Source: an optimization exercise on an open RTL-to-GDS flow (aim: small area and a short achievable clock period). Production flows keep margins and buffers that such runs may drop. In this exercise RTL edits were held to simulation tests only and were not proved equivalent to the original. Power figures rest on the tool's default switching activity, not on a simulated workload.

## drain_convert
module drain_convert (
    input  wire         clk,
    input  wire         rst,
    input  wire         in_valid,
    input  wire [31:0]  in_acc,
    input  wire         in_acc_int,
    input  wire [3:0]   in_ofmt,
    input  wire         in_sat,
    input  wire         in_mask,
    input  wire [127:0] in_cb,
    output reg          out_valid,
    output reg  [31:0]  out_data,
    output reg          out_sat,
    output reg          out_nan
);
For scale: roughly 3200 cells after synthesis, roughly 280 flip-flops.
Settings: LEC_CHECK=0, ABC_AREA=1, CAP_MARGIN=20, CORE_MARGIN=2, CORE_UTILIZATION=55, CTS_CLUSTER_DIAMETER=150, CTS_CLUSTER_SIZE=28, PLACE_DENSITY=0.7, SLEW_MARGIN=68; clock period 20.0 ns.
standard.sh (not shown) runs the stock make flow with config.mk's settings and CLKGATE_MAP_FILE= SYNTH_SCRIPT=/design/flow/synth_recipe.tcl, a recipe that flattens the netlist after the stock synthesis.
==> flow/flow/run.sh <==
#!/bin/bash
# The standard layout, with each port buffered by the smallest buffer cell
# instead of the default choice.
set -euo pipefail
export BUFFER_PORTS_ARGS="-buffer_cell sky130_fd_sc_hd__buf_1"
bash standard.sh finish > standard_flow.log 2>&1
Next try:
CTS_CLUSTER_SIZE = 25   (was 28)
SLEW_MARGIN = 50   (was 68)
Outcome: Power came out higher slightly. Final cell count barely changes. Global-route usage hardly moves. Worst setup slack got worse by 0.58 ns. Critical path depth increases by 24. Die area is unchanged. Register-to-register slack is worse by 0.60 ns.

---

== before ==
drain_convert again, from the RTL that the note above started with.
## drain_convert
module drain_convert (
    input  wire         clk,
    input  wire         rst,
    input  wire         in_valid,
    input  wire [31:0]  in_acc,
    input  wire         in_acc_int,
    input  wire [3:0]   in_ofmt,
    input  wire         in_sat,
    input  wire         in_mask,
    input  wire [127:0] in_cb,
    output reg          out_valid,
    output reg  [31:0]  out_data,
    output reg          out_sat,
    output reg          out_nan
);
Settings: LEC_CHECK=0, ABC_AREA=1, CAP_MARGIN=75, CORE_MARGIN=2, CORE_UTILIZATION=55, CTS_CLUSTER_DIAMETER=150, CTS_CLUSTER_SIZE=25, PLACE_DENSITY=0.7, SLEW_MARGIN=75; clock period 20.0 ns.
Scripts as last shown in full above: flow/flow/run.sh
The final layout from before, which completed every stage, passed the timing, design-rule and antenna checks at the end of the flow.
Inputs modified between before and after:
- a change of CAP_MARGIN from 75 to 20
==> notes.md <==
Reported for before and after, switching power total turned out identical to the last digit. The shortest period the worst path allows of before and that of after are within noise of each other. Diff after..before | initial core utilization | unchanged. Compared before against after; fraction of power spent switching nets within noise. From before to after, clock buffer instance count of the final layout did not move at all. As far as sequential cell count goes, before and after are indistinguishable; the numbers are identical. Comparing after with before, the worst setup margin came out essentially unchanged. before → after: worst hold slack closely matched the old numbers, clock-pin transition on the worst setup and hold timing paths held steady, number of gates resized after cts ~0 delta.

---

Starting RTL as in the previous note.
Settings: LEC_CHECK=0, ABC_AREA=1, CAP_MARGIN=20, CORE_MARGIN=2, CORE_UTILIZATION=55, CTS_CLUSTER_DIAMETER=150, CTS_CLUSTER_SIZE=25, PLACE_DENSITY=0.7, SLEW_MARGIN=60; clock period 20.0 ns.
Scripts as last shown in full above: flow/flow/run.sh
The first run finished clean.
Change:
--- a/flow/config.mk
+++ b/flow/config.mk
@@ -8 +8 @@
-export ABC_AREA = 1
+export ABC_AREA = 0
Outcome: Power increases by 0.72%. Fmax decreases by 21%. Area after synthesis is higher by 1.6%. Die area goes up by 1.5%. Cell count shrinks by 16%. Design area rises by 3.8%. Global-route usage rose by 2.5 points.
Change:
--- a/flow/config.mk
+++ b/flow/config.mk
@@ -8 +8 @@
-export ABC_AREA = 0
+export ABC_AREA = 1
@@ -15 +15 @@
-export SLEW_MARGIN = 60
+export SLEW_MARGIN = 68
The new run went through all stages and came out clean.
Worst hold slack is worse by 0.022 ns.
Worst setup slack improves by 1.5 ns.
Non-clock buffer count is lower by 47.
Power shrinks by 0.39%.
Wire length shrinks by about 8%.
Critical path depth climbs by 6.
Clock skew goes down by 0.011 ns.
Final area came out lower by about 2.7%.
Change:
--- a/flow/config.mk
+++ b/flow/config.mk
@@ -9 +9 @@
-export CAP_MARGIN = 20
+export CAP_MARGIN = 75
@@ -12,2 +11,0 @@
-export CTS_CLUSTER_DIAMETER = 150
-export CTS_CLUSTER_SIZE = 25
@@ -15 +13 @@
-export SLEW_MARGIN = 68
+export SLEW_MARGIN = 75
=> Clock skew rose by 0.0094 ns. Power rose by about a fifth. Cell area rose by a few percent. Register-to-register slack improves by 0.06 ns. Count of clock-buffer cells in the layout rose by 23. Die area does not change. Cell count rose slightly. Wire length rose slightly. Maximum frequency hardly moves. Non-clock buffer count rose by 16.

==> port drivers added, routing unchanged <==
In the flow no input, the clock included, has a driving cell. The finished layouts below were timed again as built, in two steps.
Step 1 (the two cells are an assumption about what drives the block):
set clk [get_ports {clk}]
set_driving_cell -lib_cell sky130_fd_sc_hd__clkbuf_16 $clk
set_driving_cell -lib_cell sky130_fd_sc_hd__buf_2 [delete_from_list [all_inputs] $clk]
Step 2, shift: input delay + t, output delay - t, t = (earliest + latest rising clock arrival at the registers) / 2. This alone moves slack from input paths to output paths.
a / b / c = ideal / step 1 / step 2; a / b = the first two.
run | shift t [ns] | setup WS [ns] | worst slew at a driven data input, ns
the first run of note 1 | 0.575 | 14.972 / 14.915 / 14.993 | 0.09
the second run of note 1 | 0.564 | 14.393 / 14.393 / 14.393 | 0.09
before | 0.581 | 14.959 / 14.902 / 15.061 | 0.09
after | 0.581 | 14.959 / 14.902 / 15.061 | 0.09
the first run of note 3 | 0.567 | 14.773 / 14.773 / 14.773 | 0.09
the second run of note 3 | 0.575 | 13.386 / 13.386 / 13.386 | 0.04
the third run of note 3 | 0.575 | 14.922 / 14.919 / 14.922 | 0.09
the fourth run of note 3 | 0.617 | 14.933 / 14.877 / 14.976 | 0.09
After both steps every run listed still meets setup and hold.
